Background: an optimization exercise with open tools, aiming at small area and a short achievable clock period. Do not read the settings as production practice. In this exercise RTL edits were held to simulation tests only and were not proved equivalent to the original.

==> flow/design.v, too long to show whole: its modules and the start of the top module <==
// module ch_compose: 204 lines
// module ch_mix: 413 lines
// module ch_mix0: 500 lines
// module ch_amul: 372 lines
// module ch_cmp: 78 lines
// module ch_inc10: 67 lines
// module ch_inc8: 49 lines
module ch_compose (
    input  wire        clk,
    input  wire        rst,
    input  wire        in_valid,
    input  wire [1:0]  x_lo,
    input  wire [1:0]  y_lo,
    input  wire [1:0]  frame_lo,
    input  wire        depth8,
    input  wire [1:0]  dither,
    input  wire [29:0] fill,
    input  wire        l0_en,  input wire [2:0] l0_fmt,  input wire [39:0] l0_pix,  input wire [9:0] l0_galpha,
    input  wire        l1_en,  input wire [2:0] l1_fmt,  input wire [39:0] l1_pix,  input wire [9:0] l1_galpha,
    input  wire        l2_en,  input wire [2:0] l2_fmt,  input wire [39:0] l2_pix,  input wire [9:0] l2_galpha,
    input  wire        l3_en,  input wire [2:0] l3_fmt,  input wire [39:0] l3_pix,  input wire [9:0] l3_galpha,
    input  wire        l4_en,  input wire [2:0] l4_fmt,  input wire [39:0] l4_pix,  input wire [9:0] l4_galpha,
    input  wire        l5_en,  input wire [2:0] l5_fmt,  input wire [39:0] l5_pix,  input wire [9:0] l5_galpha,
    output reg         out_valid,
    output reg  [9:0]  out_r,
    output reg  [9:0]  out_g,
    output reg  [9:0]  out_b
);
  // ...
==> flow/run.sh <==
#!/bin/bash
# synth_recipe.tcl (not shown) runs the flow's synth.tcl, then flattens the netlist and writes it again
# the make line also repeats each setting of config.mk as NAME=value (left out here)
make -C /OpenROAD-flow-scripts/flow DESIGN_CONFIG=/design/flow/config.mk WORK_HOME=/design/flow/orfs CLKGATE_MAP_FILE= SYNTH_SCRIPT=/design/flow/synth_recipe.tcl finish
==> flow/config.mk <==
export PLATFORM = sky130hd
export DESIGN_NAME = ch_compose
export DESIGN_NICKNAME = ch_compose
export VERILOG_FILES = /design/flow/design.v
export SDC_FILE = /design/flow/constraint.sdc
export NUM_CORES = 4
export LEC_CHECK = 0
export CAP_MARGIN = 20
export CORE_MARGIN = 2
export CORE_UTILIZATION = 62
export PLACE_DENSITY = 0.72
export SLEW_MARGIN = 20
==> flow/constraint.sdc <==
create_clock -name core_clock -period 17.0 [get_ports {clk}]
set_input_delay 3.4000 -clock core_clock [delete_from_list [all_inputs] [get_ports {clk}]]
set_output_delay 3.4000 -clock core_clock [all_outputs]
set_load 0.01 [all_outputs]
==> metrics.md, run 1 <==
| Metric | Value |
|---|---|
| CP endpoint kind | `flip-flop` |
| Num sequential | `1683` |
| Main synth FF type | `dfxtp_1` |
| Postcts setup bufs | `0` |
| Status | `finished clean` |
| Largest regs | `g_lay.g_ad.g_dl.sr (300), g_lay.es0 (180), g_lay.s1 (180)` |
| Hold_buf cts | `0` |
| Critical path, cell by cell | `o21ai_0 > a311oi_1 > nor3_1 > maj3_1 > a21oi_1 > a21oi_1 > o21ai_0 > maj3_1 > nand2b_1 > fa_1 > fa_1 > fa_1 > inv_1 > ha_1 > a21oi_1 > nor2b_1 > a22oi_1 > a211oi_1 > nor2_1 > or4b_2 > nand3_1` |
| Synthesis-to-layout area growth | `8.44%` |
| YS warnings | `3` |
| Min-delay worst type | `flip-flop to flip-flop` |
| Routed wl met3 | `between 15000 and 20000 µm` |
| R2R depth | `21` |
| Drt pass-1 iters | `6` |
| CTS sink cnt | `around 1700` |
| Seq cells post-synth | `1683` |
| Crit-path max FO | `14` |
| Post-synthesis sequential area ratio | `between 20% and 30%` |
| Yosys cell types | `between 80 and 90` |
| Fin Setup TNS | `0 ps` |
| Synth area leader | `fa_1` |
| Uppermost layer routed | `met4` |
| CTS tree | `done` |
| Layout cells sized above 1 | `under 10%` |
| DRT antenna net count | `0` |
| Mux contribution to synthesized area | `around an eighth` |
| Number of tapcells | `2975` |
| Reg2reg end | `g_ln[3].g_c[2].h[6]` |
| Final Hold Viols | `0` |
==> run 2, diff against run 1 <==
==> flow/design.v (replaced) <==
module ch_compose (
    input  wire        clk,
    input  wire        rst,
    input  wire        in_valid,
    input  wire [1:0]  x_lo,
    input  wire [1:0]  y_lo,
    input  wire [1:0]  frame_lo,
    input  wire        depth8,
    input  wire [1:0]  dither,
    input  wire [29:0] fill,
    input  wire        l0_en,  input wire [2:0] l0_fmt,  input wire [39:0] l0_pix,  input wire [9:0] l0_galpha,
    input  wire        l1_en,  input wire [2:0] l1_fmt,  input wire [39:0] l1_pix,  input wire [9:0] l1_galpha,
    input  wire        l2_en,  input wire [2:0] l2_fmt,  input wire [39:0] l2_pix,  input wire [9:0] l2_galpha,
    input  wire        l3_en,  input wire [2:0] l3_fmt,  input wire [39:0] l3_pix,  input wire [9:0] l3_galpha,
    input  wire        l4_en,  input wire [2:0] l4_fmt,  input wire [39:0] l4_pix,  input wire [9:0] l4_galpha,
    input  wire        l5_en,  input wire [2:0] l5_fmt,  input wire [39:0] l5_pix,  input wire [9:0] l5_galpha,
    output reg         out_valid,
    output reg  [9:0]  out_r,
    output reg  [9:0]  out_g,
    output reg  [9:0]  out_b
);
    genvar n, k, c;
    localparam NR = 15;            
    reg [NR-1:0] v;
    always @(posedge clk) begin
        if (rst) begin
            v         <= {NR{1'b0}};
            out_valid <= 1'b0;
        end else begin
            v         <= {v[NR-2:0], in_valid};
            out_valid <= v[NR-1];
        end
    end
    wire [2:0]  fmt_i [0:5];
    wire [39:0] pix_i [0:5];
    wire [9:0]  ga_i  [0:5];
    assign fmt_i[0] = l0_fmt; assign pix_i[0] = l0_pix; assign ga_i[0] = l0_en ? l0_galpha : 10'd0;
    assign fmt_i[1] = l1_fmt; assign pix_i[1] = l1_pix; assign ga_i[1] = l1_en ? l1_galpha : 10'd0;
    assign fmt_i[2] = l2_fmt; assign pix_i[2] = l2_pix; assign ga_i[2] = l2_en ? l2_galpha : 10'd0;
    assign fmt_i[3] = l3_fmt; assign pix_i[3] = l3_pix; assign ga_i[3] = l3_en ? l3_galpha : 10'd0;
    assign fmt_i[4] = l4_fmt; assign pix_i[4] = l4_pix; assign ga_i[4] = l4_en ? l4_galpha : 10'd0;
    assign fmt_i[5] = l5_fmt; assign pix_i[5] = l5_pix; assign ga_i[5] = l5_en ? l5_galpha : 10'd0;
    reg [29:0] f0, f1, f2;
    always @(posedge clk) begin
        f0 <= fill;
        f1 <= f0;
        f2 <= f1;
    end
    wire [1:0] kx = (dither == 2'd2) ? x_lo + frame_lo : x_lo;
    wire [1:0] ky = (dither == 2'd2) ? y_lo + frame_lo : y_lo;
    wire [1:0] mt = ky[0] ? (kx[0] ? 2'd1 : 2'd3) : (kx[0] ? 2'd2 : 2'd0);
    wire [1:0] t0 = (dither == 2'd0) ? 2'd2 : mt;
    reg  [2:0] dt [0:NR-1];
    always @(posedge clk) begin
        dt[0] <= {depth8, t0};
    end
    generate
        for (k = 1; k < NR; k = k + 1) begin : g_dt
            always @(posedge clk) dt[k] <= dt[k-1];
        end
    endgenerate
    wire [9:0]  al  [0:5];
    wire [9:0]  aln [0:5];
    wire [29:0] sl  [0:5];
    generate
        for (n = 0; n < 6; n = n + 1) begin : g_lay
            reg  [9:0]  ea;
            reg  [29:0] es;
            always @(*) begin
                case (fmt_i[n])
                    3'd1: begin
                        ea = 10'd1023;
                        es = pix_i[n][29:0];
                    end
                    3'd2: begin    
                        ea = {5{pix_i[n][31:30]}};
                        es = pix_i[n][29:0];
                    end
                    3'd3: begin
                        ea = 10'd1023;
                        es = {pix_i[n][23:16], pix_i[n][23:22], pix_i[n][15:8], pix_i[n][15:14],
                              pix_i[n][7:0], pix_i[n][7:6]};
                    end
                    3'd4: begin
                        ea = {pix_i[n][31:24], pix_i[n][31:30]};
                        es = {pix_i[n][23:16], pix_i[n][23:22], pix_i[n][15:8], pix_i[n][15:14],
                              pix_i[n][7:0], pix_i[n][7:6]};
                    end
                    3'd5: begin    
                        ea = 10'd1023;
                        es = {pix_i[n][15:11], pix_i[n][15:11], pix_i[n][10:5], pix_i[n][10:7],
                              pix_i[n][4:0], pix_i[n][4:0]};
                    end
                    default: begin
                        ea = pix_i[n][39:30];
                        es = pix_i[n][29:0];
                    end
                endcase
            end
            reg [9:0]  ea0;
            reg [29:0] es0;
            reg [9:0]  ga0;
            always @(posedge clk) begin
                ea0 <= ea;
                es0 <= es;
                ga0 <= ga_i[n];
            end
            wire [19:0] p0, p1;
            ch_atree u_at (.A(ea0), .G(ga0), .r0(p0), .r1(p1));
            reg [19:0] p0r, p1r;
            reg [29:0] s1;
            always @(posedge clk) begin
                p0r <= p0;
                p1r <= p1;
                s1  <= es0;
            end
            wire [19:0] ax;
            ch_add20 u_ad (.a(p0r), .b(p1r), .x(ax));
            wire        ac;
            wire [9:0]  ai;
            ch_cmp   u_c (.h(ax[19:10]), .l(ax[9:0]), .c(ac));
            ch_inc10 u_i (.a(ax[19:10]), .y(ai));
            wire [9:0]  a1 = ac ? ai : ax[19:10];
            wire [9:0]  ad [1:12];
            wire [29:0] sd [1:12];
            assign ad[1] = a1;
            assign sd[1] = s1;
            for (k = 2; k <= 2 + 2 * n; k = k + 1) begin : g_dl
                reg [9:0]  ar;
                reg [29:0] sr;
                always @(posedge clk) begin
                    ar <= ad[k-1];
                    sr <= sd[k-1];
                end
                assign ad[k] = ar;
                assign sd[k] = sr;
            end
            reg [9:0] an;
            always @(posedge clk) an <= ~ad[1 + 2 * n];
            assign aln[n] = an;
            assign al[n]  = ad[2 + 2 * n];
            assign sl[n]  = sd[2 + 2 * n];
        end
    endgenerate
    wire [9:0] dr [0:6][0:2];
    generate
        for (c = 0; c < 3; c = c + 1) begin : g_f2
            assign dr[0][c] = f2[c*10 +: 10];
        end
        for (n = 0; n < 6; n = n + 1) begin : g_ln
            for (c = 0; c < 3; c = c + 1) begin : g_c
                wire [19:0] r0, r1;
                if (c == 2) begin : g_n
                    ch_treen u_t (.na(aln[n]), .s(sl[n][c*10 +: 10]), .d(dr[n][c]),
                                  .r0(r0), .r1(r1));
                end else begin : g_p
                    ch_tree u_t (.a(al[n]), .s(sl[n][c*10 +: 10]), .d(dr[n][c]),
                                 .r0(r0), .r1(r1));
                end
                reg [19:0] q0, q1;
                always @(posedge clk) begin
                    q0 <= r0;
                    q1 <= r1;
                end
                wire [19:0] x;
                ch_add20 u_ad (.a(q0), .b(q1), .x(x));
                wire        hc;
                wire [9:0]  hi;
                ch_cmp   u_c (.h(x[19:10]), .l(x[9:0]), .c(hc));
                ch_inc10 u_i (.a(x[19:10]), .y(hi));
                reg [9:0] d;
                always @(posedge clk) d <= hc ? hi : x[19:10];
                assign dr[n+1][c] = d;
            end
        end
    endgenerate
    wire [9:0] q [0:2];
    wire [1:0] tt = dt[NR-1][1:0];
    wire       d8 = dt[NR-1][2];
    generate
        for (c = 0; c < 3; c = c + 1) begin : g_out
            wire [9:0] h = dr[6][c];
            wire [7:0] hq;
            ch_inc8 u_i8 (.a(h[9:2]), .y(hq));
            wire [7:0] hs = (&h[9:2]) ? 8'hff : hq;
            wire [2:0] lo = {1'b0, h[1:0]} + {1'b0, tt};
            assign q[c] = d8 ? {2'b00, lo[2] ? hs : h[9:2]} : h;
        end
    endgenerate
    always @(posedge clk) begin
        out_r <= q[2];
        out_g <= q[1];
        out_b <= q[0];
    end
endmodule
module ch_tree (
    input  wire [9:0]  a,
    input  wire [9:0]  s,
    input  wire [9:0]  d,
    output wire [19:0] r0,
    output wire [19:0] r1
);
    wire [9:0] m0 = a[0] ? s : d;
    wire [9:0] m1 = a[1] ? s : d;
    wire [9:0] m2 = a[2] ? s : d;
    wire [9:0] m3 = a[3] ? s : d;
    wire [9:0] m4 = a[4] ? s : d;
    wire [9:0] m5 = a[5] ? s : d;
    wire [9:0] m6 = a[6] ? s : d;
    wire [9:0] m7 = a[7] ? s : d;
    wire [9:0] m8 = a[8] ? s : d;
    wire [9:0] m9 = a[9] ? s : d;
    wire w1 = m0[8] ^ m1[7];
    wire w2 = m0[8] & m1[7];
    wire w3 = m0[9] ^ m1[8] ^ m2[7];
    wire w4 = (m0[9] & m1[8]) | (m0[9] & m2[7]) | (m1[8] & m2[7]);
    wire w5 = m1[9] ^ m2[8];
    wire w6 = m1[9] & m2[8];
    wire w7 = m0[5] ^ m1[4];
    wire w8 = m0[5] & m1[4];
    wire w9 = m0[6] ^ m1[5] ^ m2[4];
    wire w10 = (m0[6] & m1[5]) | (m0[6] & m2[4]) | (m1[5] & m2[4]);
    wire w11 = m3[3] ^ m4[2];
    wire w12 = m3[3] & m4[2];
    wire w13 = m0[7] ^ m1[6] ^ m2[5];
    wire w14 = (m0[7] & m1[6]) | (m0[7] & m2[5]) | (m1[6] & m2[5]);
    wire w15 = m3[4] ^ m4[3] ^ m5[2];
    wire w16 = (m3[4] & m4[3]) | (m3[4] & m5[2]) | (m4[3] & m5[2]);
    wire w17 = m6[1] ^ m7[0];
    wire w18 = m6[1] & m7[0];
    wire w19 = m2[6] ^ m3[5] ^ m4[4];
    wire w20 = (m2[6] & m3[5]) | (m2[6] & m4[4]) | (m3[5] & m4[4]);
    wire w21 = m5[3] ^ m6[2] ^ m7[1];
    wire w22 = (m5[3] & m6[2]) | (m5[3] & m7[1]) | (m6[2] & m7[1]);
    wire w23 = m8[0] ^ 1'b1 ^ w1;
    wire w24 = (m8[0] & 1'b1) | (m8[0] & w1) | (1'b1 & w1);
    wire w25 = m3[6] ^ m4[5] ^ m5[4];
    wire w26 = (m3[6] & m4[5]) | (m3[6] & m5[4]) | (m4[5] & m5[4]);
    wire w27 = m6[3] ^ m7[2] ^ m8[1];
    wire w28 = (m6[3] & m7[2]) | (m6[3] & m8[1]) | (m7[2] & m8[1]);
    wire w29 = m9[0] ^ w2 ^ w3;
    wire w30 = (m9[0] & w2) | (m9[0] & w3) | (w2 & w3);
    wire w31 = m3[7] ^ m4[6] ^ m5[5];
    wire w32 = (m3[7] & m4[6]) | (m3[7] & m5[5]) | (m4[6] & m5[5]);
    wire w33 = m6[4] ^ m7[3] ^ m8[2];
    wire w34 = (m6[4] & m7[3]) | (m6[4] & m8[2]) | (m7[3] & m8[2]);
    wire w35 = m9[1] ^ w5 ^ w4;
    wire w36 = (m9[1] & w5) | (m9[1] & w4) | (w5 & w4);
    wire w37 = m2[9] ^ m3[8] ^ m4[7];
    wire w38 = (m2[9] & m3[8]) | (m2[9] & m4[7]) | (m3[8] & m4[7]);
    wire w39 = m5[6] ^ m6[5] ^ m7[4];
    wire w40 = (m5[6] & m6[5]) | (m5[6] & m7[4]) | (m6[5] & m7[4]);
    wire w41 = m8[3] ^ m9[2] ^ w6;
    wire w42 = (m8[3] & m9[2]) | (m8[3] & w6) | (m9[2] & w6);
    wire w43 = m3[9] ^ m4[8] ^ m5[7];
    wire w44 = (m3[9] & m4[8]) | (m3[9] & m5[7]) | (m4[8] & m5[7]);
    wire w45 = m6[6] ^ m7[5] ^ m8[4];
    wire w46 = (m6[6] & m7[5]) | (m6[6] & m8[4]) | (m7[5] & m8[4]);
    wire w47 = m4[9] ^ m5[8] ^ m6[7];
    wire w48 = (m4[9] & m5[8]) | (m4[9] & m6[7]) | (m5[8] & m6[7]);
    wire w49 = m0[3] ^ m1[2];
    wire w50 = m0[3] & m1[2];
    wire w51 = m0[4] ^ m1[3] ^ m2[2];
    wire w52 = (m0[4] & m1[3]) | (m0[4] & m2[2]) | (m1[3] & m2[2]);
    wire w53 = m3[1] ^ m4[0];
    wire w54 = m3[1] & m4[0];
    wire w55 = m2[3] ^ m3[2] ^ m4[1];
    wire w56 = (m2[3] & m3[2]) | (m2[3] & m4[1]) | (m3[2] & m4[1]);
    wire w57 = m5[0] ^ 1'b1 ^ w7;
    wire w58 = (m5[0] & 1'b1) | (m5[0] & w7) | (1'b1 & w7);
    wire w59 = m5[1] ^ m6[0] ^ 1'b1;
    wire w60 = (m5[1] & m6[0]) | (m5[1] & 1'b1) | (m6[0] & 1'b1);
    wire w61 = w8 ^ w11 ^ w9;
    wire w62 = (w8 & w11) | (w8 & w9) | (w11 & w9);
    wire w63 = 1'b1 ^ w12 ^ w17;
    wire w64 = (1'b1 & w12) | (1'b1 & w17) | (w12 & w17);
    wire w65 = w10 ^ w13 ^ w15;
    wire w66 = (w10 & w13) | (w10 & w15) | (w13 & w15);
    wire w67 = w18 ^ w14 ^ w16;
    wire w68 = (w18 & w14) | (w18 & w16) | (w14 & w16);
    wire w69 = w19 ^ w21 ^ w23;
    wire w70 = (w19 & w21) | (w19 & w23) | (w21 & w23);
    wire w71 = w20 ^ w22 ^ w25;
    wire w72 = (w20 & w22) | (w20 & w25) | (w22 & w25);
    wire w73 = w27 ^ w24 ^ w29;
    wire w74 = (w27 & w24) | (w27 & w29) | (w24 & w29);
    wire w75 = w26 ^ w28 ^ w31;
    wire w76 = (w26 & w28) | (w26 & w31) | (w28 & w31);
    wire w77 = w33 ^ w30 ^ w35;
    wire w78 = (w33 & w30) | (w33 & w35) | (w30 & w35);
    wire w79 = w32 ^ w34 ^ w37;
    wire w80 = (w32 & w34) | (w32 & w37) | (w34 & w37);
    wire w81 = w39 ^ w41 ^ w36;
    wire w82 = (w39 & w41) | (w39 & w36) | (w41 & w36);
    wire w83 = m9[3] ^ w38 ^ w40;
    wire w84 = (m9[3] & w38) | (m9[3] & w40) | (w38 & w40);
    wire w85 = w43 ^ w45 ^ w42;
    wire w86 = (w43 & w45) | (w43 & w42) | (w45 & w42);
    wire w87 = m7[6] ^ m8[5] ^ m9[4];
    wire w88 = (m7[6] & m8[5]) | (m7[6] & m9[4]) | (m8[5] & m9[4]);
    wire w89 = w44 ^ w46 ^ w47;
    wire w90 = (w44 & w46) | (w44 & w47) | (w46 & w47);
    wire w91 = m5[9] ^ m6[8] ^ m7[7];
    wire w92 = (m5[9] & m6[8]) | (m5[9] & m7[7]) | (m6[8] & m7[7]);
    wire w93 = m8[6] ^ m9[5] ^ w48;
    wire w94 = (m8[6] & m9[5]) | (m8[6] & w48) | (m9[5] & w48);
    wire w95 = m6[9] ^ m7[8] ^ m8[7];
    wire w96 = (m6[9] & m7[8]) | (m6[9] & m8[7]) | (m7[8] & m8[7]);
    wire w97 = m0[2] ^ m1[1];
    wire w98 = m0[2] & m1[1];
    wire w99 = m2[1] ^ m3[0] ^ 1'b1;
    wire w100 = (m2[1] & m3[0]) | (m2[1] & 1'b1) | (m3[0] & 1'b1);
    wire w101 = 1'b1 ^ w50 ^ w53;
    wire w102 = (1'b1 & w50) | (1'b1 & w53) | (w50 & w53);
    wire w103 = w54 ^ w52 ^ w55;
    wire w104 = (w54 & w52) | (w54 & w55) | (w52 & w55);
    wire w105 = w56 ^ w59 ^ w58;
    wire w106 = (w56 & w59) | (w56 & w58) | (w59 & w58);
    wire w107 = w60 ^ w63 ^ w62;
    wire w108 = (w60 & w63) | (w60 & w62) | (w63 & w62);
    wire w109 = w64 ^ w66 ^ w67;
    wire w110 = (w64 & w66) | (w64 & w67) | (w66 & w67);
    wire w111 = w68 ^ w71 ^ w70;
    wire w112 = (w68 & w71) | (w68 & w70) | (w71 & w70);
    wire w113 = w72 ^ w75 ^ w74;
    wire w114 = (w72 & w75) | (w72 & w74) | (w75 & w74);
    wire w115 = w76 ^ w79 ^ w81;
    wire w116 = (w76 & w79) | (w76 & w81) | (w79 & w81);
    wire w117 = w80 ^ w83 ^ w85;
    wire w118 = (w80 & w83) | (w80 & w85) | (w83 & w85);
    wire w119 = w87 ^ w84 ^ w89;
    wire w120 = (w87 & w84) | (w87 & w89) | (w84 & w89);
    wire w121 = w88 ^ w91 ^ w90;
    wire w122 = (w88 & w91) | (w88 & w90) | (w91 & w90);
    wire w123 = m9[6] ^ w92 ^ w95;
    wire w124 = (m9[6] & w92) | (m9[6] & w95) | (w92 & w95);
    wire w125 = m7[9] ^ m8[8] ^ m9[7];
    wire w126 = (m7[9] & m8[8]) | (m7[9] & m9[7]) | (m8[8] & m9[7]);
    wire w127 = m0[1] ^ m1[0];
    wire w128 = m0[1] & m1[0];
    wire w129 = m2[0] ^ 1'b1 ^ w97;
    wire w130 = (m2[0] & 1'b1) | (m2[0] & w97) | (1'b1 & w97);
    wire w131 = w98 ^ w49 ^ w99;
    wire w132 = (w98 & w49) | (w98 & w99) | (w49 & w99);
    wire w133 = w100 ^ w51 ^ w101;
    wire w134 = (w100 & w51) | (w100 & w101) | (w51 & w101);
    wire w135 = w102 ^ w57 ^ w103;
    wire w136 = (w102 & w57) | (w102 & w103) | (w57 & w103);
    wire w137 = w104 ^ w61 ^ w105;
    wire w138 = (w104 & w61) | (w104 & w105) | (w61 & w105);
    wire w139 = w65 ^ w106 ^ w107;
    wire w140 = (w65 & w106) | (w65 & w107) | (w106 & w107);
    wire w141 = w69 ^ w108 ^ w109;
    wire w142 = (w69 & w108) | (w69 & w109) | (w108 & w109);
    wire w143 = w110 ^ w73 ^ w111;
    wire w144 = (w110 & w73) | (w110 & w111) | (w73 & w111);
    wire w145 = w77 ^ w112 ^ w113;
    wire w146 = (w77 & w112) | (w77 & w113) | (w112 & w113);
    wire w147 = w78 ^ w115 ^ w114;
    wire w148 = (w78 & w115) | (w78 & w114) | (w115 & w114);
    wire w149 = w82 ^ w117 ^ w116;
    wire w150 = (w82 & w117) | (w82 & w116) | (w117 & w116);
    wire w151 = w86 ^ w119 ^ w118;
    wire w152 = (w86 & w119) | (w86 & w118) | (w119 & w118);
    wire w153 = w93 ^ w120 ^ w121;
    wire w154 = (w93 & w120) | (w93 & w121) | (w120 & w121);
    wire w155 = w94 ^ w123 ^ w122;
    wire w156 = (w94 & w123) | (w94 & w122) | (w123 & w122);
    wire w157 = w96 ^ w125 ^ w124;
    wire w158 = (w96 & w125) | (w96 & w124) | (w125 & w124);
    wire w159 = m8[9] ^ m9[8] ^ w126;
    wire w160 = (m8[9] & m9[8]) | (m8[9] & w126) | (m9[8] & w126);
    assign r0 = {1'b0, w160, w158, w156, w154, w152, w150, w148, w146, w144, w142, w140, w138, w136, w134, w132, w130, w128, w127, m0[0]};
    assign r1 = {1'b0, m9[9], w159, w157, w155, w153, w151, w149, w147, w145, w143, w141, w139, w137, w135, w133, w131, w129, 1'b1, 1'b1};
endmodule
module ch_treen (
    input  wire [9:0]  na,
    input  wire [9:0]  s,
    input  wire [9:0]  d,
    output wire [19:0] r0,
    output wire [19:0] r1
);
    wire [9:0] m0 = na[0] ? d : s;
    wire [9:0] m1 = na[1] ? d : s;
    wire [9:0] m2 = na[2] ? d : s;
    wire [9:0] m3 = na[3] ? d : s;
    wire [9:0] m4 = na[4] ? d : s;
    wire [9:0] m5 = na[5] ? d : s;
    wire [9:0] m6 = na[6] ? d : s;
    wire [9:0] m7 = na[7] ? d : s;
    wire [9:0] m8 = na[8] ? d : s;
    wire [9:0] m9 = na[9] ? d : s;
    wire w1 = m0[8] ^ m1[7];
    wire w2 = m0[8] & m1[7];
    wire w3 = m0[9] ^ m1[8] ^ m2[7];
    wire w4 = (m0[9] & m1[8]) | (m0[9] & m2[7]) | (m1[8] & m2[7]);
    wire w5 = m1[9] ^ m2[8];
    wire w6 = m1[9] & m2[8];
    wire w7 = m0[5] ^ m1[4];
    wire w8 = m0[5] & m1[4];
    wire w9 = m0[6] ^ m1[5] ^ m2[4];
    wire w10 = (m0[6] & m1[5]) | (m0[6] & m2[4]) | (m1[5] & m2[4]);
    wire w11 = m3[3] ^ m4[2];
    wire w12 = m3[3] & m4[2];
    wire w13 = m0[7] ^ m1[6] ^ m2[5];
    wire w14 = (m0[7] & m1[6]) | (m0[7] & m2[5]) | (m1[6] & m2[5]);
    wire w15 = m3[4] ^ m4[3] ^ m5[2];
    wire w16 = (m3[4] & m4[3]) | (m3[4] & m5[2]) | (m4[3] & m5[2]);
    wire w17 = m6[1] ^ m7[0];
    wire w18 = m6[1] & m7[0];
    wire w19 = m2[6] ^ m3[5] ^ m4[4];
    wire w20 = (m2[6] & m3[5]) | (m2[6] & m4[4]) | (m3[5] & m4[4]);
    wire w21 = m5[3] ^ m6[2] ^ m7[1];
    wire w22 = (m5[3] & m6[2]) | (m5[3] & m7[1]) | (m6[2] & m7[1]);
    wire w23 = m8[0] ^ 1'b1 ^ w1;
    wire w24 = (m8[0] & 1'b1) | (m8[0] & w1) | (1'b1 & w1);
    wire w25 = m3[6] ^ m4[5] ^ m5[4];
    wire w26 = (m3[6] & m4[5]) | (m3[6] & m5[4]) | (m4[5] & m5[4]);
    wire w27 = m6[3] ^ m7[2] ^ m8[1];
    wire w28 = (m6[3] & m7[2]) | (m6[3] & m8[1]) | (m7[2] & m8[1]);
    wire w29 = m9[0] ^ w2 ^ w3;
    wire w30 = (m9[0] & w2) | (m9[0] & w3) | (w2 & w3);
    wire w31 = m3[7] ^ m4[6] ^ m5[5];
    wire w32 = (m3[7] & m4[6]) | (m3[7] & m5[5]) | (m4[6] & m5[5]);
    wire w33 = m6[4] ^ m7[3] ^ m8[2];
    wire w34 = (m6[4] & m7[3]) | (m6[4] & m8[2]) | (m7[3] & m8[2]);
    wire w35 = m9[1] ^ w5 ^ w4;
    wire w36 = (m9[1] & w5) | (m9[1] & w4) | (w5 & w4);
    wire w37 = m2[9] ^ m3[8] ^ m4[7];
    wire w38 = (m2[9] & m3[8]) | (m2[9] & m4[7]) | (m3[8] & m4[7]);
    wire w39 = m5[6] ^ m6[5] ^ m7[4];
    wire w40 = (m5[6] & m6[5]) | (m5[6] & m7[4]) | (m6[5] & m7[4]);
    wire w41 = m8[3] ^ m9[2] ^ w6;
    wire w42 = (m8[3] & m9[2]) | (m8[3] & w6) | (m9[2] & w6);
    wire w43 = m3[9] ^ m4[8] ^ m5[7];
    wire w44 = (m3[9] & m4[8]) | (m3[9] & m5[7]) | (m4[8] & m5[7]);
    wire w45 = m6[6] ^ m7[5] ^ m8[4];
    wire w46 = (m6[6] & m7[5]) | (m6[6] & m8[4]) | (m7[5] & m8[4]);
    wire w47 = m4[9] ^ m5[8] ^ m6[7];
    wire w48 = (m4[9] & m5[8]) | (m4[9] & m6[7]) | (m5[8] & m6[7]);
    wire w49 = m0[3] ^ m1[2];
    wire w50 = m0[3] & m1[2];
    wire w51 = m0[4] ^ m1[3] ^ m2[2];
    wire w52 = (m0[4] & m1[3]) | (m0[4] & m2[2]) | (m1[3] & m2[2]);
    wire w53 = m3[1] ^ m4[0];
    wire w54 = m3[1] & m4[0];
    wire w55 = m2[3] ^ m3[2] ^ m4[1];
    wire w56 = (m2[3] & m3[2]) | (m2[3] & m4[1]) | (m3[2] & m4[1]);
    wire w57 = m5[0] ^ 1'b1 ^ w7;
    wire w58 = (m5[0] & 1'b1) | (m5[0] & w7) | (1'b1 & w7);
    wire w59 = m5[1] ^ m6[0] ^ 1'b1;
    wire w60 = (m5[1] & m6[0]) | (m5[1] & 1'b1) | (m6[0] & 1'b1);
    wire w61 = w8 ^ w11 ^ w9;
    wire w62 = (w8 & w11) | (w8 & w9) | (w11 & w9);
    wire w63 = 1'b1 ^ w12 ^ w17;
    wire w64 = (1'b1 & w12) | (1'b1 & w17) | (w12 & w17);
    wire w65 = w10 ^ w13 ^ w15;
    wire w66 = (w10 & w13) | (w10 & w15) | (w13 & w15);
    wire w67 = w18 ^ w14 ^ w16;
    wire w68 = (w18 & w14) | (w18 & w16) | (w14 & w16);
    wire w69 = w19 ^ w21 ^ w23;
    wire w70 = (w19 & w21) | (w19 & w23) | (w21 & w23);
    wire w71 = w20 ^ w22 ^ w25;
    wire w72 = (w20 & w22) | (w20 & w25) | (w22 & w25);
    wire w73 = w27 ^ w24 ^ w29;
    wire w74 = (w27 & w24) | (w27 & w29) | (w24 & w29);
    wire w75 = w26 ^ w28 ^ w31;
    wire w76 = (w26 & w28) | (w26 & w31) | (w28 & w31);
    wire w77 = w33 ^ w30 ^ w35;
    wire w78 = (w33 & w30) | (w33 & w35) | (w30 & w35);
    wire w79 = w32 ^ w34 ^ w37;
    wire w80 = (w32 & w34) | (w32 & w37) | (w34 & w37);
    wire w81 = w39 ^ w41 ^ w36;
    wire w82 = (w39 & w41) | (w39 & w36) | (w41 & w36);
    wire w83 = m9[3] ^ w38 ^ w40;
    wire w84 = (m9[3] & w38) | (m9[3] & w40) | (w38 & w40);
    wire w85 = w43 ^ w45 ^ w42;
    wire w86 = (w43 & w45) | (w43 & w42) | (w45 & w42);
    wire w87 = m7[6] ^ m8[5] ^ m9[4];
    wire w88 = (m7[6] & m8[5]) | (m7[6] & m9[4]) | (m8[5] & m9[4]);
    wire w89 = w44 ^ w46 ^ w47;
    wire w90 = (w44 & w46) | (w44 & w47) | (w46 & w47);
    wire w91 = m5[9] ^ m6[8] ^ m7[7];
    wire w92 = (m5[9] & m6[8]) | (m5[9] & m7[7]) | (m6[8] & m7[7]);
    wire w93 = m8[6] ^ m9[5] ^ w48;
    wire w94 = (m8[6] & m9[5]) | (m8[6] & w48) | (m9[5] & w48);
    wire w95 = m6[9] ^ m7[8] ^ m8[7];
    wire w96 = (m6[9] & m7[8]) | (m6[9] & m8[7]) | (m7[8] & m8[7]);
    wire w97 = m0[2] ^ m1[1];
    wire w98 = m0[2] & m1[1];
    wire w99 = m2[1] ^ m3[0] ^ 1'b1;
    wire w100 = (m2[1] & m3[0]) | (m2[1] & 1'b1) | (m3[0] & 1'b1);
    wire w101 = 1'b1 ^ w50 ^ w53;
    wire w102 = (1'b1 & w50) | (1'b1 & w53) | (w50 & w53);
    wire w103 = w54 ^ w52 ^ w55;
    wire w104 = (w54 & w52) | (w54 & w55) | (w52 & w55);
    wire w105 = w56 ^ w59 ^ w58;
    wire w106 = (w56 & w59) | (w56 & w58) | (w59 & w58);
    wire w107 = w60 ^ w63 ^ w62;
    wire w108 = (w60 & w63) | (w60 & w62) | (w63 & w62);
    wire w109 = w64 ^ w66 ^ w67;
    wire w110 = (w64 & w66) | (w64 & w67) | (w66 & w67);
    wire w111 = w68 ^ w71 ^ w70;
    wire w112 = (w68 & w71) | (w68 & w70) | (w71 & w70);
    wire w113 = w72 ^ w75 ^ w74;
    wire w114 = (w72 & w75) | (w72 & w74) | (w75 & w74);
    wire w115 = w76 ^ w79 ^ w81;
    wire w116 = (w76 & w79) | (w76 & w81) | (w79 & w81);
    wire w117 = w80 ^ w83 ^ w85;
    wire w118 = (w80 & w83) | (w80 & w85) | (w83 & w85);
    wire w119 = w87 ^ w84 ^ w89;
    wire w120 = (w87 & w84) | (w87 & w89) | (w84 & w89);
    wire w121 = w88 ^ w91 ^ w90;
    wire w122 = (w88 & w91) | (w88 & w90) | (w91 & w90);
    wire w123 = m9[6] ^ w92 ^ w95;
    wire w124 = (m9[6] & w92) | (m9[6] & w95) | (w92 & w95);
    wire w125 = m7[9] ^ m8[8] ^ m9[7];
    wire w126 = (m7[9] & m8[8]) | (m7[9] & m9[7]) | (m8[8] & m9[7]);
    wire w127 = m0[1] ^ m1[0];
    wire w128 = m0[1] & m1[0];
    wire w129 = m2[0] ^ 1'b1 ^ w97;
    wire w130 = (m2[0] & 1'b1) | (m2[0] & w97) | (1'b1 & w97);
    wire w131 = w98 ^ w49 ^ w99;
    wire w132 = (w98 & w49) | (w98 & w99) | (w49 & w99);
    wire w133 = w100 ^ w51 ^ w101;
    wire w134 = (w100 & w51) | (w100 & w101) | (w51 & w101);
    wire w135 = w102 ^ w57 ^ w103;
    wire w136 = (w102 & w57) | (w102 & w103) | (w57 & w103);
    wire w137 = w104 ^ w61 ^ w105;
    wire w138 = (w104 & w61) | (w104 & w105) | (w61 & w105);
    wire w139 = w65 ^ w106 ^ w107;
    wire w140 = (w65 & w106) | (w65 & w107) | (w106 & w107);
    wire w141 = w69 ^ w108 ^ w109;
    wire w142 = (w69 & w108) | (w69 & w109) | (w108 & w109);
    wire w143 = w110 ^ w73 ^ w111;
    wire w144 = (w110 & w73) | (w110 & w111) | (w73 & w111);
    wire w145 = w77 ^ w112 ^ w113;
    wire w146 = (w77 & w112) | (w77 & w113) | (w112 & w113);
    wire w147 = w78 ^ w115 ^ w114;
    wire w148 = (w78 & w115) | (w78 & w114) | (w115 & w114);
    wire w149 = w82 ^ w117 ^ w116;
    wire w150 = (w82 & w117) | (w82 & w116) | (w117 & w116);
    wire w151 = w86 ^ w119 ^ w118;
    wire w152 = (w86 & w119) | (w86 & w118) | (w119 & w118);
    wire w153 = w93 ^ w120 ^ w121;
    wire w154 = (w93 & w120) | (w93 & w121) | (w120 & w121);
    wire w155 = w94 ^ w123 ^ w122;
    wire w156 = (w94 & w123) | (w94 & w122) | (w123 & w122);
    wire w157 = w96 ^ w125 ^ w124;
    wire w158 = (w96 & w125) | (w96 & w124) | (w125 & w124);
    wire w159 = m8[9] ^ m9[8] ^ w126;
    wire w160 = (m8[9] & m9[8]) | (m8[9] & w126) | (m9[8] & w126);
    assign r0 = {1'b0, w160, w158, w156, w154, w152, w150, w148, w146, w144, w142, w140, w138, w136, w134, w132, w130, w128, w127, m0[0]};
    assign r1 = {1'b0, m9[9], w159, w157, w155, w153, w151, w149, w147, w145, w143, w141, w139, w137, w135, w133, w131, w129, 1'b1, 1'b1};
endmodule
module ch_atree (
    input  wire [9:0]  A,
    input  wire [9:0]  G,
    output wire [19:0] r0,
    output wire [19:0] r1
);
    wire [9:0] p0 = G[0] ? A : 10'd0;
    wire [9:0] p1 = G[1] ? A : 10'd0;
    wire [9:0] p2 = G[2] ? A : 10'd0;
    wire [9:0] p3 = G[3] ? A : 10'd0;
    wire [9:0] p4 = G[4] ? A : 10'd0;
    wire [9:0] p5 = G[5] ? A : 10'd0;
    wire [9:0] p6 = G[6] ? A : 10'd0;
    wire [9:0] p7 = G[7] ? A : 10'd0;
    wire [9:0] p8 = G[8] ? A : 10'd0;
    wire [9:0] p9 = G[9] ? A : 10'd0;
    wire w1 = p0[8] ^ p1[7];
    wire w2 = p0[8] & p1[7];
    wire w3 = p0[9] ^ p1[8] ^ p2[7];
    wire w4 = (p0[9] & p1[8]) | (p0[9] & p2[7]) | (p1[8] & p2[7]);
    wire w5 = p1[9] ^ p2[8];
    wire w6 = p1[9] & p2[8];
    wire w7 = p0[5] ^ p1[4];
    wire w8 = p0[5] & p1[4];
    wire w9 = p0[6] ^ p1[5] ^ p2[4];
    wire w10 = (p0[6] & p1[5]) | (p0[6] & p2[4]) | (p1[5] & p2[4]);
    wire w11 = p3[3] ^ p4[2];
    wire w12 = p3[3] & p4[2];
    wire w13 = p0[7] ^ p1[6] ^ p2[5];
    wire w14 = (p0[7] & p1[6]) | (p0[7] & p2[5]) | (p1[6] & p2[5]);
    wire w15 = p3[4] ^ p4[3] ^ p5[2];
    wire w16 = (p3[4] & p4[3]) | (p3[4] & p5[2]) | (p4[3] & p5[2]);
    wire w17 = p6[1] ^ p7[0];
    wire w18 = p6[1] & p7[0];
    wire w19 = p2[6] ^ p3[5] ^ p4[4];
    wire w20 = (p2[6] & p3[5]) | (p2[6] & p4[4]) | (p3[5] & p4[4]);
    wire w21 = p5[3] ^ p6[2] ^ p7[1];
    wire w22 = (p5[3] & p6[2]) | (p5[3] & p7[1]) | (p6[2] & p7[1]);
    wire w23 = p8[0] ^ 1'b1 ^ w1;
    wire w24 = (p8[0] & 1'b1) | (p8[0] & w1) | (1'b1 & w1);
    wire w25 = p3[6] ^ p4[5] ^ p5[4];
    wire w26 = (p3[6] & p4[5]) | (p3[6] & p5[4]) | (p4[5] & p5[4]);
    wire w27 = p6[3] ^ p7[2] ^ p8[1];
    wire w28 = (p6[3] & p7[2]) | (p6[3] & p8[1]) | (p7[2] & p8[1]);
    wire w29 = p9[0] ^ w2 ^ w3;
    wire w30 = (p9[0] & w2) | (p9[0] & w3) | (w2 & w3);
    wire w31 = p3[7] ^ p4[6] ^ p5[5];
    wire w32 = (p3[7] & p4[6]) | (p3[7] & p5[5]) | (p4[6] & p5[5]);
    wire w33 = p6[4] ^ p7[3] ^ p8[2];
    wire w34 = (p6[4] & p7[3]) | (p6[4] & p8[2]) | (p7[3] & p8[2]);
    wire w35 = p9[1] ^ w5 ^ w4;
    wire w36 = (p9[1] & w5) | (p9[1] & w4) | (w5 & w4);
    wire w37 = p2[9] ^ p3[8] ^ p4[7];
    wire w38 = (p2[9] & p3[8]) | (p2[9] & p4[7]) | (p3[8] & p4[7]);
    wire w39 = p5[6] ^ p6[5] ^ p7[4];
    wire w40 = (p5[6] & p6[5]) | (p5[6] & p7[4]) | (p6[5] & p7[4]);
    wire w41 = p8[3] ^ p9[2] ^ w6;
    wire w42 = (p8[3] & p9[2]) | (p8[3] & w6) | (p9[2] & w6);
    wire w43 = p3[9] ^ p4[8] ^ p5[7];
    wire w44 = (p3[9] & p4[8]) | (p3[9] & p5[7]) | (p4[8] & p5[7]);
    wire w45 = p6[6] ^ p7[5] ^ p8[4];
    wire w46 = (p6[6] & p7[5]) | (p6[6] & p8[4]) | (p7[5] & p8[4]);
    wire w47 = p4[9] ^ p5[8] ^ p6[7];
    wire w48 = (p4[9] & p5[8]) | (p4[9] & p6[7]) | (p5[8] & p6[7]);
    wire w49 = p0[3] ^ p1[2];
    wire w50 = p0[3] & p1[2];
    wire w51 = p0[4] ^ p1[3] ^ p2[2];
    wire w52 = (p0[4] & p1[3]) | (p0[4] & p2[2]) | (p1[3] & p2[2]);
    wire w53 = p3[1] ^ p4[0];
    wire w54 = p3[1] & p4[0];
    wire w55 = p2[3] ^ p3[2] ^ p4[1];
    wire w56 = (p2[3] & p3[2]) | (p2[3] & p4[1]) | (p3[2] & p4[1]);
    wire w57 = p5[0] ^ 1'b1 ^ w7;
    wire w58 = (p5[0] & 1'b1) | (p5[0] & w7) | (1'b1 & w7);
    wire w59 = p5[1] ^ p6[0] ^ 1'b1;
    wire w60 = (p5[1] & p6[0]) | (p5[1] & 1'b1) | (p6[0] & 1'b1);
    wire w61 = w8 ^ w11 ^ w9;
    wire w62 = (w8 & w11) | (w8 & w9) | (w11 & w9);
    wire w63 = 1'b1 ^ w12 ^ w17;
    wire w64 = (1'b1 & w12) | (1'b1 & w17) | (w12 & w17);
    wire w65 = w10 ^ w13 ^ w15;
    wire w66 = (w10 & w13) | (w10 & w15) | (w13 & w15);
    wire w67 = w18 ^ w14 ^ w16;
    wire w68 = (w18 & w14) | (w18 & w16) | (w14 & w16);
    wire w69 = w19 ^ w21 ^ w23;
    wire w70 = (w19 & w21) | (w19 & w23) | (w21 & w23);
    wire w71 = w20 ^ w22 ^ w25;
    wire w72 = (w20 & w22) | (w20 & w25) | (w22 & w25);
    wire w73 = w27 ^ w24 ^ w29;
    wire w74 = (w27 & w24) | (w27 & w29) | (w24 & w29);
    wire w75 = w26 ^ w28 ^ w31;
    wire w76 = (w26 & w28) | (w26 & w31) | (w28 & w31);
    wire w77 = w33 ^ w30 ^ w35;
    wire w78 = (w33 & w30) | (w33 & w35) | (w30 & w35);
    wire w79 = w32 ^ w34 ^ w37;
    wire w80 = (w32 & w34) | (w32 & w37) | (w34 & w37);
    wire w81 = w39 ^ w41 ^ w36;
    wire w82 = (w39 & w41) | (w39 & w36) | (w41 & w36);
    wire w83 = p9[3] ^ w38 ^ w40;
    wire w84 = (p9[3] & w38) | (p9[3] & w40) | (w38 & w40);
    wire w85 = w43 ^ w45 ^ w42;
    wire w86 = (w43 & w45) | (w43 & w42) | (w45 & w42);
    wire w87 = p7[6] ^ p8[5] ^ p9[4];
    wire w88 = (p7[6] & p8[5]) | (p7[6] & p9[4]) | (p8[5] & p9[4]);
    wire w89 = w44 ^ w46 ^ w47;
    wire w90 = (w44 & w46) | (w44 & w47) | (w46 & w47);
    wire w91 = p5[9] ^ p6[8] ^ p7[7];
    wire w92 = (p5[9] & p6[8]) | (p5[9] & p7[7]) | (p6[8] & p7[7]);
    wire w93 = p8[6] ^ p9[5] ^ w48;
    wire w94 = (p8[6] & p9[5]) | (p8[6] & w48) | (p9[5] & w48);
    wire w95 = p6[9] ^ p7[8] ^ p8[7];
    wire w96 = (p6[9] & p7[8]) | (p6[9] & p8[7]) | (p7[8] & p8[7]);
    wire w97 = p0[2] ^ p1[1];
    wire w98 = p0[2] & p1[1];
    wire w99 = p2[1] ^ p3[0] ^ 1'b1;
    wire w100 = (p2[1] & p3[0]) | (p2[1] & 1'b1) | (p3[0] & 1'b1);
    wire w101 = 1'b1 ^ w50 ^ w53;
    wire w102 = (1'b1 & w50) | (1'b1 & w53) | (w50 & w53);
    wire w103 = w54 ^ w52 ^ w55;
    wire w104 = (w54 & w52) | (w54 & w55) | (w52 & w55);
    wire w105 = w56 ^ w59 ^ w58;
    wire w106 = (w56 & w59) | (w56 & w58) | (w59 & w58);
    wire w107 = w60 ^ w63 ^ w62;
    wire w108 = (w60 & w63) | (w60 & w62) | (w63 & w62);
    wire w109 = w64 ^ w66 ^ w67;
    wire w110 = (w64 & w66) | (w64 & w67) | (w66 & w67);
    wire w111 = w68 ^ w71 ^ w70;
    wire w112 = (w68 & w71) | (w68 & w70) | (w71 & w70);
    wire w113 = w72 ^ w75 ^ w77;
    wire w114 = (w72 & w75) | (w72 & w77) | (w75 & w77);
    wire w115 = w76 ^ w79 ^ w78;
    wire w116 = (w76 & w79) | (w76 & w78) | (w79 & w78);
    wire w117 = w80 ^ w83 ^ w85;
    wire w118 = (w80 & w83) | (w80 & w85) | (w83 & w85);
    wire w119 = w87 ^ w84 ^ w89;
    wire w120 = (w87 & w84) | (w87 & w89) | (w84 & w89);
    wire w121 = w88 ^ w91 ^ w90;
    wire w122 = (w88 & w91) | (w88 & w90) | (w91 & w90);
    wire w123 = p9[6] ^ w92 ^ w95;
    wire w124 = (p9[6] & w92) | (p9[6] & w95) | (w92 & w95);
    wire w125 = p7[9] ^ p8[8] ^ p9[7];
    wire w126 = (p7[9] & p8[8]) | (p7[9] & p9[7]) | (p8[8] & p9[7]);
    wire w127 = p0[1] ^ p1[0];
    wire w128 = p0[1] & p1[0];
    wire w129 = p2[0] ^ 1'b1 ^ w97;
    wire w130 = (p2[0] & 1'b1) | (p2[0] & w97) | (1'b1 & w97);
    wire w131 = w98 ^ w49 ^ w99;
    wire w132 = (w98 & w49) | (w98 & w99) | (w49 & w99);
    wire w133 = w100 ^ w51 ^ w101;
    wire w134 = (w100 & w51) | (w100 & w101) | (w51 & w101);
    wire w135 = w102 ^ w57 ^ w103;
    wire w136 = (w102 & w57) | (w102 & w103) | (w57 & w103);
    wire w137 = w104 ^ w61 ^ w105;
    wire w138 = (w104 & w61) | (w104 & w105) | (w61 & w105);
    wire w139 = w65 ^ w106 ^ w107;
    wire w140 = (w65 & w106) | (w65 & w107) | (w106 & w107);
    wire w141 = w69 ^ w108 ^ w109;
    wire w142 = (w69 & w108) | (w69 & w109) | (w108 & w109);
    wire w143 = w110 ^ w73 ^ w111;
    wire w144 = (w110 & w73) | (w110 & w111) | (w73 & w111);
    wire w145 = w74 ^ w112 ^ w113;
    wire w146 = (w74 & w112) | (w74 & w113) | (w112 & w113);
    wire w147 = w81 ^ w114 ^ w115;
    wire w148 = (w81 & w114) | (w81 & w115) | (w114 & w115);
    wire w149 = w82 ^ w117 ^ w116;
    wire w150 = (w82 & w117) | (w82 & w116) | (w117 & w116);
    wire w151 = w86 ^ w119 ^ w118;
    wire w152 = (w86 & w119) | (w86 & w118) | (w119 & w118);
    wire w153 = w93 ^ w121 ^ w120;
    wire w154 = (w93 & w121) | (w93 & w120) | (w121 & w120);
    wire w155 = w94 ^ w123 ^ w122;
    wire w156 = (w94 & w123) | (w94 & w122) | (w123 & w122);
    wire w157 = w96 ^ w125 ^ w124;
    wire w158 = (w96 & w125) | (w96 & w124) | (w125 & w124);
    wire w159 = p8[9] ^ p9[8] ^ w126;
    wire w160 = (p8[9] & p9[8]) | (p8[9] & w126) | (p9[8] & w126);
    assign r0 = {1'b0, w160, w158, w156, w154, w152, w150, w148, w146, w144, w142, w140, w138, w136, w134, w132, w130, w128, w127, p0[0]};
    assign r1 = {1'b0, p9[9], w159, w157, w155, w153, w151, w149, w147, w145, w143, w141, w139, w137, w135, w133, w131, w129, 1'b1, 1'b1};
endmodule
module ch_add20 (
    input  wire [19:0] a,
    input  wire [19:0] b,
    output wire [19:0] x
);
    wire w1 = a[0] & b[0];
    wire w2 = a[1] & b[1];
    wire w3 = a[2] & b[2];
    wire w4 = a[3] & b[3];
    wire w5 = a[4] & b[4];
    wire w6 = a[5] & b[5];
    wire w7 = a[6] & b[6];
    wire w8 = a[7] & b[7];
    wire w9 = a[8] & b[8];
    wire w10 = a[9] & b[9];
    wire w11 = a[10] & b[10];
    wire w12 = a[11] & b[11];
    wire w13 = a[12] & b[12];
    wire w14 = a[13] & b[13];
    wire w15 = a[14] & b[14];
    wire w16 = a[15] & b[15];
    wire w17 = a[16] & b[16];
    wire w18 = a[17] & b[17];
    wire w19 = a[18] & b[18];
    wire w20 = a[19] & b[19];
    wire w21 = a[0] ^ b[0];
    wire w22 = a[1] ^ b[1];
    wire w23 = a[2] ^ b[2];
    wire w24 = a[3] ^ b[3];
    wire w25 = a[4] ^ b[4];
    wire w26 = a[5] ^ b[5];
    wire w27 = a[6] ^ b[6];
    wire w28 = a[7] ^ b[7];
    wire w29 = a[8] ^ b[8];
    wire w30 = a[9] ^ b[9];
    wire w31 = a[10] ^ b[10];
    wire w32 = a[11] ^ b[11];
    wire w33 = a[12] ^ b[12];
    wire w34 = a[13] ^ b[13];
    wire w35 = a[14] ^ b[14];
    wire w36 = a[15] ^ b[15];
    wire w37 = a[16] ^ b[16];
    wire w38 = a[17] ^ b[17];
    wire w39 = a[18] ^ b[18];
    wire w40 = a[19] ^ b[19];
    wire w41 = w2 | (w22 & w1);
    wire w42 = w22 & w21;
    wire w43 = w3 | (w23 & w2);
    wire w44 = w23 & w22;
    wire w45 = w4 | (w24 & w3);
    wire w46 = w24 & w23;
    wire w47 = w5 | (w25 & w4);
    wire w48 = w25 & w24;
    wire w49 = w6 | (w26 & w5);
    wire w50 = w26 & w25;
    wire w51 = w7 | (w27 & w6);
    wire w52 = w27 & w26;
    wire w53 = w8 | (w28 & w7);
    wire w54 = w28 & w27;
    wire w55 = w9 | (w29 & w8);
    wire w56 = w29 & w28;
    wire w57 = w10 | (w30 & w9);
    wire w58 = w30 & w29;
    wire w59 = w11 | (w31 & w10);
    wire w60 = w31 & w30;
    wire w61 = w12 | (w32 & w11);
    wire w62 = w32 & w31;
    wire w63 = w13 | (w33 & w12);
    wire w64 = w33 & w32;
    wire w65 = w14 | (w34 & w13);
    wire w66 = w34 & w33;
    wire w67 = w15 | (w35 & w14);
    wire w68 = w35 & w34;
    wire w69 = w16 | (w36 & w15);
    wire w70 = w36 & w35;
    wire w71 = w17 | (w37 & w16);
    wire w72 = w37 & w36;
    wire w73 = w18 | (w38 & w17);
    wire w74 = w38 & w37;
    wire w75 = w19 | (w39 & w18);
    wire w76 = w39 & w38;
    wire w77 = w20 | (w40 & w19);
    wire w78 = w40 & w39;
    wire w79 = w43 | (w44 & w1);
    wire w80 = w44 & w21;
    wire w81 = w45 | (w46 & w41);
    wire w82 = w46 & w42;
    wire w83 = w47 | (w48 & w43);
    wire w84 = w48 & w44;
    wire w85 = w49 | (w50 & w45);
    wire w86 = w50 & w46;
    wire w87 = w51 | (w52 & w47);
    wire w88 = w52 & w48;
    wire w89 = w53 | (w54 & w49);
    wire w90 = w54 & w50;
    wire w91 = w55 | (w56 & w51);
    wire w92 = w56 & w52;
    wire w93 = w57 | (w58 & w53);
    wire w94 = w58 & w54;
    wire w95 = w59 | (w60 & w55);
    wire w96 = w60 & w56;
    wire w97 = w61 | (w62 & w57);
    wire w98 = w62 & w58;
    wire w99 = w63 | (w64 & w59);
    wire w100 = w64 & w60;
    wire w101 = w65 | (w66 & w61);
    wire w102 = w66 & w62;
    wire w103 = w67 | (w68 & w63);
    wire w104 = w68 & w64;
    wire w105 = w69 | (w70 & w65);
    wire w106 = w70 & w66;
    wire w107 = w71 | (w72 & w67);
    wire w108 = w72 & w68;
    wire w109 = w73 | (w74 & w69);
    wire w110 = w74 & w70;
    wire w111 = w75 | (w76 & w71);
    wire w112 = w76 & w72;
    wire w113 = w77 | (w78 & w73);
    wire w114 = w78 & w74;
    wire w115 = w83 | (w84 & w1);
    wire w116 = w84 & w21;
    wire w117 = w85 | (w86 & w41);
    wire w118 = w86 & w42;
    wire w119 = w87 | (w88 & w79);
    wire w120 = w88 & w80;
    wire w121 = w89 | (w90 & w81);
    wire w122 = w90 & w82;
    wire w123 = w91 | (w92 & w83);
    wire w124 = w92 & w84;
    wire w125 = w93 | (w94 & w85);
    wire w126 = w94 & w86;
    wire w127 = w95 | (w96 & w87);
    wire w128 = w96 & w88;
    wire w129 = w97 | (w98 & w89);
    wire w130 = w98 & w90;
    wire w131 = w99 | (w100 & w91);
    wire w132 = w100 & w92;
    wire w133 = w101 | (w102 & w93);
    wire w134 = w102 & w94;
    wire w135 = w103 | (w104 & w95);
    wire w136 = w104 & w96;
    wire w137 = w105 | (w106 & w97);
    wire w138 = w106 & w98;
    wire w139 = w107 | (w108 & w99);
    wire w140 = w108 & w100;
    wire w141 = w109 | (w110 & w101);
    wire w142 = w110 & w102;
    wire w143 = w111 | (w112 & w103);
    wire w144 = w112 & w104;
    wire w145 = w113 | (w114 & w105);
    wire w146 = w114 & w106;
    wire w147 = w123 | (w124 & w1);
    wire w148 = w124 & w21;
    wire w149 = w125 | (w126 & w41);
    wire w150 = w126 & w42;
    wire w151 = w127 | (w128 & w79);
    wire w152 = w128 & w80;
    wire w153 = w129 | (w130 & w81);
    wire w154 = w130 & w82;
    wire w155 = w131 | (w132 & w115);
    wire w156 = w132 & w116;
    wire w157 = w133 | (w134 & w117);
    wire w158 = w134 & w118;
    wire w159 = w135 | (w136 & w119);
    wire w160 = w136 & w120;
    wire w161 = w137 | (w138 & w121);
    wire w162 = w138 & w122;
    wire w163 = w139 | (w140 & w123);
    wire w164 = w140 & w124;
    wire w165 = w141 | (w142 & w125);
    wire w166 = w142 & w126;
    wire w167 = w143 | (w144 & w127);
    wire w168 = w144 & w128;
    wire w169 = w145 | (w146 & w129);
    wire w170 = w146 & w130;
    wire w171 = w163 | (w164 & w1);
    wire w172 = w164 & w21;
    wire w173 = w165 | (w166 & w41);
    wire w174 = w166 & w42;
    wire w175 = w167 | (w168 & w79);
    wire w176 = w168 & w80;
    wire w177 = w169 | (w170 & w81);
    wire w178 = w170 & w82;
    wire w179 = w22 ^ w1;
    wire w180 = w23 ^ w41;
    wire w181 = w24 ^ w79;
    wire w182 = w25 ^ w81;
    wire w183 = w26 ^ w115;
    wire w184 = w27 ^ w117;
    wire w185 = w28 ^ w119;
    wire w186 = w29 ^ w121;
    wire w187 = w30 ^ w147;
    wire w188 = w31 ^ w149;
    wire w189 = w32 ^ w151;
    wire w190 = w33 ^ w153;
    wire w191 = w34 ^ w155;
    wire w192 = w35 ^ w157;
    wire w193 = w36 ^ w159;
    wire w194 = w37 ^ w161;
    wire w195 = w38 ^ w171;
    wire w196 = w39 ^ w173;
    wire w197 = w40 ^ w175;
    assign x = {w197, w196, w195, w194, w193, w192, w191, w190, w189, w188, w187, w186, w185, w184, w183, w182, w181, w180, w179, w21};
endmodule
module ch_cmp (
    input  wire [9:0] h,
    input  wire [9:0] l,
    output wire       c
);
    wire w1 = h[0] & l[0];
    wire w2 = h[1] & l[1];
    wire w3 = h[2] & l[2];
    wire w4 = h[3] & l[3];
    wire w5 = h[4] & l[4];
    wire w6 = h[5] & l[5];
    wire w7 = h[6] & l[6];
    wire w8 = h[7] & l[7];
    wire w9 = h[8] & l[8];
    wire w10 = h[9] & l[9];
    wire w11 = h[0] | l[0];
    wire w12 = h[1] | l[1];
    wire w13 = h[2] | l[2];
    wire w14 = h[3] | l[3];
    wire w15 = h[4] | l[4];
    wire w16 = h[5] | l[5];
    wire w17 = h[6] | l[6];
    wire w18 = h[7] | l[7];
    wire w19 = h[8] | l[8];
    wire w20 = h[9] | l[9];
    wire w21 = w1 | (w11 & 1'b1);
    wire w22 = w2 | (w12 & w21);
    wire w23 = w12 & w11;
    wire w24 = w3 | (w13 & w2);
    wire w25 = w13 & w12;
    wire w26 = w4 | (w14 & w3);
    wire w27 = w14 & w13;
    wire w28 = w5 | (w15 & w4);
    wire w29 = w15 & w14;
    wire w30 = w6 | (w16 & w5);
    wire w31 = w16 & w15;
    wire w32 = w7 | (w17 & w6);
    wire w33 = w17 & w16;
    wire w34 = w8 | (w18 & w7);
    wire w35 = w18 & w17;
    wire w36 = w9 | (w19 & w8);
    wire w37 = w19 & w18;
    wire w38 = w10 | (w20 & w9);
    wire w39 = w20 & w19;
    wire w40 = w24 | (w25 & w21);
    wire w41 = w25 & w11;
    wire w42 = w26 | (w27 & w22);
    wire w43 = w27 & w23;
    wire w44 = w28 | (w29 & w24);
    wire w45 = w29 & w25;
    wire w46 = w30 | (w31 & w26);
    wire w47 = w31 & w27;
    wire w48 = w32 | (w33 & w28);
    wire w49 = w33 & w29;
    wire w50 = w34 | (w35 & w30);
    wire w51 = w35 & w31;
    wire w52 = w36 | (w37 & w32);
    wire w53 = w37 & w33;
    wire w54 = w38 | (w39 & w34);
    wire w55 = w39 & w35;
    wire w56 = w44 | (w45 & w21);
    wire w57 = w45 & w11;
    wire w58 = w46 | (w47 & w22);
    wire w59 = w47 & w23;
    wire w60 = w48 | (w49 & w40);
    wire w61 = w49 & w41;
    wire w62 = w50 | (w51 & w42);
    wire w63 = w51 & w43;
    wire w64 = w52 | (w53 & w44);
    wire w65 = w53 & w45;
    wire w66 = w54 | (w55 & w46);
    wire w67 = w55 & w47;
    wire w68 = w64 | (w65 & w21);
    wire w69 = w65 & w11;
    wire w70 = w66 | (w67 & w22);
    wire w71 = w67 & w23;
    assign c = w70;
endmodule
module ch_inc10 (
    input  wire [9:0] a,
    output wire [9:0] y
);
    wire w1 = 1'b0 | (a[0] & 1'b1);
    wire w2 = 1'b0 | (a[1] & w1);
    wire w3 = a[1] & a[0];
    wire w4 = 1'b0 | (a[2] & 1'b0);
    wire w5 = a[2] & a[1];
    wire w6 = 1'b0 | (a[3] & 1'b0);
    wire w7 = a[3] & a[2];
    wire w8 = 1'b0 | (a[4] & 1'b0);
    wire w9 = a[4] & a[3];
    wire w10 = 1'b0 | (a[5] & 1'b0);
    wire w11 = a[5] & a[4];
    wire w12 = 1'b0 | (a[6] & 1'b0);
    wire w13 = a[6] & a[5];
    wire w14 = 1'b0 | (a[7] & 1'b0);
    wire w15 = a[7] & a[6];
    wire w16 = 1'b0 | (a[8] & 1'b0);
    wire w17 = a[8] & a[7];
    wire w18 = 1'b0 | (a[9] & 1'b0);
    wire w19 = a[9] & a[8];
    wire w20 = w4 | (w5 & w1);
    wire w21 = w5 & a[0];
    wire w22 = w6 | (w7 & w2);
    wire w23 = w7 & w3;
    wire w24 = w8 | (w9 & w4);
    wire w25 = w9 & w5;
    wire w26 = w10 | (w11 & w6);
    wire w27 = w11 & w7;
    wire w28 = w12 | (w13 & w8);
    wire w29 = w13 & w9;
    wire w30 = w14 | (w15 & w10);
    wire w31 = w15 & w11;
    wire w32 = w16 | (w17 & w12);
    wire w33 = w17 & w13;
    wire w34 = w18 | (w19 & w14);
    wire w35 = w19 & w15;
    wire w36 = w24 | (w25 & w1);
    wire w37 = w25 & a[0];
    wire w38 = w26 | (w27 & w2);
    wire w39 = w27 & w3;
    wire w40 = w28 | (w29 & w20);
    wire w41 = w29 & w21;
    wire w42 = w30 | (w31 & w22);
    wire w43 = w31 & w23;
    wire w44 = w32 | (w33 & w24);
    wire w45 = w33 & w25;
    wire w46 = w34 | (w35 & w26);
    wire w47 = w35 & w27;
    wire w48 = w44 | (w45 & w1);
    wire w49 = w45 & a[0];
    wire w50 = w46 | (w47 & w2);
    wire w51 = w47 & w3;
    wire w52 = a[0] ^ 1'b1;
    wire w53 = a[1] ^ w1;
    wire w54 = a[2] ^ w2;
    wire w55 = a[3] ^ w20;
    wire w56 = a[4] ^ w22;
    wire w57 = a[5] ^ w36;
    wire w58 = a[6] ^ w38;
    wire w59 = a[7] ^ w40;
    wire w60 = a[8] ^ w42;
    wire w61 = a[9] ^ w48;
    assign y = {w61, w60, w59, w58, w57, w56, w55, w54, w53, w52};
endmodule
module ch_inc8 (
    input  wire [7:0] a,
    output wire [7:0] y
);
    wire w1 = 1'b0 | (a[0] & 1'b1);
    wire w2 = 1'b0 | (a[1] & w1);
    wire w3 = a[1] & a[0];
    wire w4 = 1'b0 | (a[2] & 1'b0);
    wire w5 = a[2] & a[1];
    wire w6 = 1'b0 | (a[3] & 1'b0);
    wire w7 = a[3] & a[2];
    wire w8 = 1'b0 | (a[4] & 1'b0);
    wire w9 = a[4] & a[3];
    wire w10 = 1'b0 | (a[5] & 1'b0);
    wire w11 = a[5] & a[4];
    wire w12 = 1'b0 | (a[6] & 1'b0);
    wire w13 = a[6] & a[5];
    wire w14 = 1'b0 | (a[7] & 1'b0);
    wire w15 = a[7] & a[6];
    wire w16 = w4 | (w5 & w1);
    wire w17 = w5 & a[0];
    wire w18 = w6 | (w7 & w2);
    wire w19 = w7 & w3;
    wire w20 = w8 | (w9 & w4);
    wire w21 = w9 & w5;
    wire w22 = w10 | (w11 & w6);
    wire w23 = w11 & w7;
    wire w24 = w12 | (w13 & w8);
    wire w25 = w13 & w9;
    wire w26 = w14 | (w15 & w10);
    wire w27 = w15 & w11;
    wire w28 = w20 | (w21 & w1);
    wire w29 = w21 & a[0];
    wire w30 = w22 | (w23 & w2);
    wire w31 = w23 & w3;
    wire w32 = w24 | (w25 & w16);
    wire w33 = w25 & w17;
    wire w34 = w26 | (w27 & w18);
    wire w35 = w27 & w19;
    wire w36 = a[0] ^ 1'b1;
    wire w37 = a[1] ^ w1;
    wire w38 = a[2] ^ w2;
    wire w39 = a[3] ^ w16;
    wire w40 = a[4] ^ w18;
    wire w41 = a[5] ^ w28;
    wire w42 = a[6] ^ w30;
    wire w43 = a[7] ^ w32;
    assign y = {w43, w42, w41, w40, w39, w38, w37, w36};
endmodule
--- a/flow/config.mk
+++ b/flow/config.mk
@@ -9,4 +9,4 @@
 export CORE_MARGIN = 2
-export CORE_UTILIZATION = 62
-export PLACE_DENSITY = 0.72
+export CORE_UTILIZATION = 45
+export PLACE_DENSITY = 0.6
 export SLEW_MARGIN = 20
==> run 2 against run 1 <==
  * Synthesized cell count grew 8.7%
  * Maximum frequency increased by 29%
  * Clock skew rose by 2.5 ps
  * Utilization shrank 17 points
  * Critical endpoint is now g_lay[5].es0[20]
  * Highest routed layer is now met5
==> metrics.md, run 2 <==
| Metric | Value |
|---|---|
| Status | `finished clean (unchanged)` |
| Largest regs | `g_lay.g_dl.sr (1080), g_lay.g_dl.ar (360), g_ln.g_c.q0 (342) (was g_lay.g_ad.g_dl.sr (300), g_lay.es0 (180), g_lay.s1 (180))` |
| Layout cells sized above 1 | `11.1% (was 8.36%)` |
| RePlAce Congestion | `0.842 (was 0.919)` |
| CTS sink cnt | `3205 (was 1683)` |
| Postcts setup bufs | `0 (unchanged)` |
| CTS tree | `done (unchanged)` |
| Drt pass-1 iters | `6 (unchanged)` |
| Fin crit period | `5430 ps (was 6990 ps)` |
| Post-synthesis sequential area ratio | `38.5% (was 24.3%)` |
| Die width | `613 µm (was 477 µm)` |
| Vias in the first global route | `107000 (was 104000)` |
| Fin Setup TNS | `0 ps (unchanged)` |
| Setup violators final | `0 (unchanged)` |
| CP endpoint kind | `flip-flop (unchanged)` |
| Crit-path max FO | `26 (was 14)` |
| Data required, critical path | `17830 ps (was 17780 ps)` |
| Post-synth EDFFs | `0 (unchanged)` |
| DRT antenna net count | `0 (unchanged)` |
| Mapped Area | `167000 µm² (was 139000 µm²)` |
| Main synth FF type | `dfxtp_1 (unchanged)` |
| Seq cells post-synth | `3205 (was 1683)` |
| Yosys cell types | `114 (was 81)` |
| Synth area leader | `dfxtp_1 (was fa_1)` |
| Hold_buf cts | `0 (unchanged)` |
| Drt drc | `0 (unchanged)` |
| IO Pins | `397 (unchanged)` |
| Min-delay worst type | `flip-flop to flip-flop (unchanged)` |
| Syn_nets | `17900 (was 17000)` |
| Final Hold Viols | `0 (unchanged)` |
| Synthesis-to-layout area growth | `11.8% (was 8.44%)` |
| DIE HEIGHT | `613 µm (was 477 µm)` |
-- run 2: cell types whose count changed after synthesis, sizes merged, moves of 61 or more --
cell,change
o21ai,-195
ha,-83
xor2,+69
nor3,+91
nand2b,-68
and2,+84
fa,-237
dfxtp,+1522
nand2,-229
mux2,+275
inv,-218
clkbuf,-61
-- run 2: per-layer routing --
layer | GRT usage (%) | part of all wire [%]
met3 | 2.17 | 3.8
met2 | 32.4 | 48
met5 | 0 | 0.0034
met1 | 25.4 | 46
met4 | 5.85 | 3.0
-- run 2: area by class of cell --
| class | count | area (µm²) | share of cell area (%) |
|---|---|---|---|
| inverter | 2141 | 8040 | 4.31 |
| antenna | 7 | 17.5 | 0.00940 |
| clock inverter | 172 | 2340 | 1.26 |
| timing repair buffer | 469 | 4500 | 2.41 |
| tap | 4950 | 6190 | 3.32 |
| multi-input combinational | 9123 | 91900 | 49.3 |
| clock buffer | 436 | 9270 | 4.97 |
| sequential | 3205 | 64200 | 34.4 |
-- run 2: path summary, 6_finish.rpt --
kind / slack (ps) / cells after the start / to / start
worst min register to register: 290 / 0 / g_lay[4].g_dl[4].ar[1] / g_lay[4].g_dl[3].ar[1]
worst min-delay path: 290 / 0 / g_lay[4].g_dl[4].ar[1] / g_lay[4].g_dl[3].ar[1]
worst max-delay path: 11570 / 6 / g_lay[5].es0[20] / l5_fmt[1]
worst max register to register: 12340 / 15 / g_lay[5].g_dl[2].ar[9] / g_lay[5].p0r[3]
-- run 2: kinds of logic after synthesis --
kind of cell	Yosys count	synth area share (%)
AOI/OAI and AO/OA	1783	7.51
xor gates and xnor gates	506	2.66
adders and majority gates	2428	25.1
buffers and inverters	2862	6.46
DFF	3205	38.5
muxes	1879	12.0
and+or+nand+nor	2527	7.85
-- run 2: worst max-delay path: stages --
cell and delay [ps]:
clkdlybuf4s50_1 460, buf_4 230, clkinv_1 640, nand2_1 980, o22ai_1 160, a221oi_1 370
-- run 2: per-stage QoR --
step,hold slack [ps],util (%)
after floorplan,310,-
after global routing,296,50.5
after global placement,310,47.4
final,294,50.5
after CTS,296,50.5
after detailed placement,312,47.4

[what the ideal ports hide]
How much do the figures lean on ideal ports? The routed layouts below were timed once more, with nothing changed but the port constraints.
Step 1 assumes that a clkbuf_16 drives the clock port and a buf_2 every other input.
Step 2, shift: input delay + t, output delay - t, t = (earliest + latest rising clock arrival at the registers) / 2. This alone moves slack from input paths to output paths.
a / b / c = ideal / step 1 / step 2; a / b = the first two.
run	shift t [ns]	slack for setup (ns)	hold slack, ns	worst setup path at the end
run 1	0.915	10.011 / 10.011 / 10.011	0.300 / 0.300 / 0.300	register to register
run 2	1.034	11.567 / 11.655 / 10.621	0.294 / 0.294 / 0.294	input to register
After both steps setup and hold are still met in every run listed. The setup slack of run 2, which loses most, moves by +0.088 ns with the drivers and by -0.946 ns with both steps.
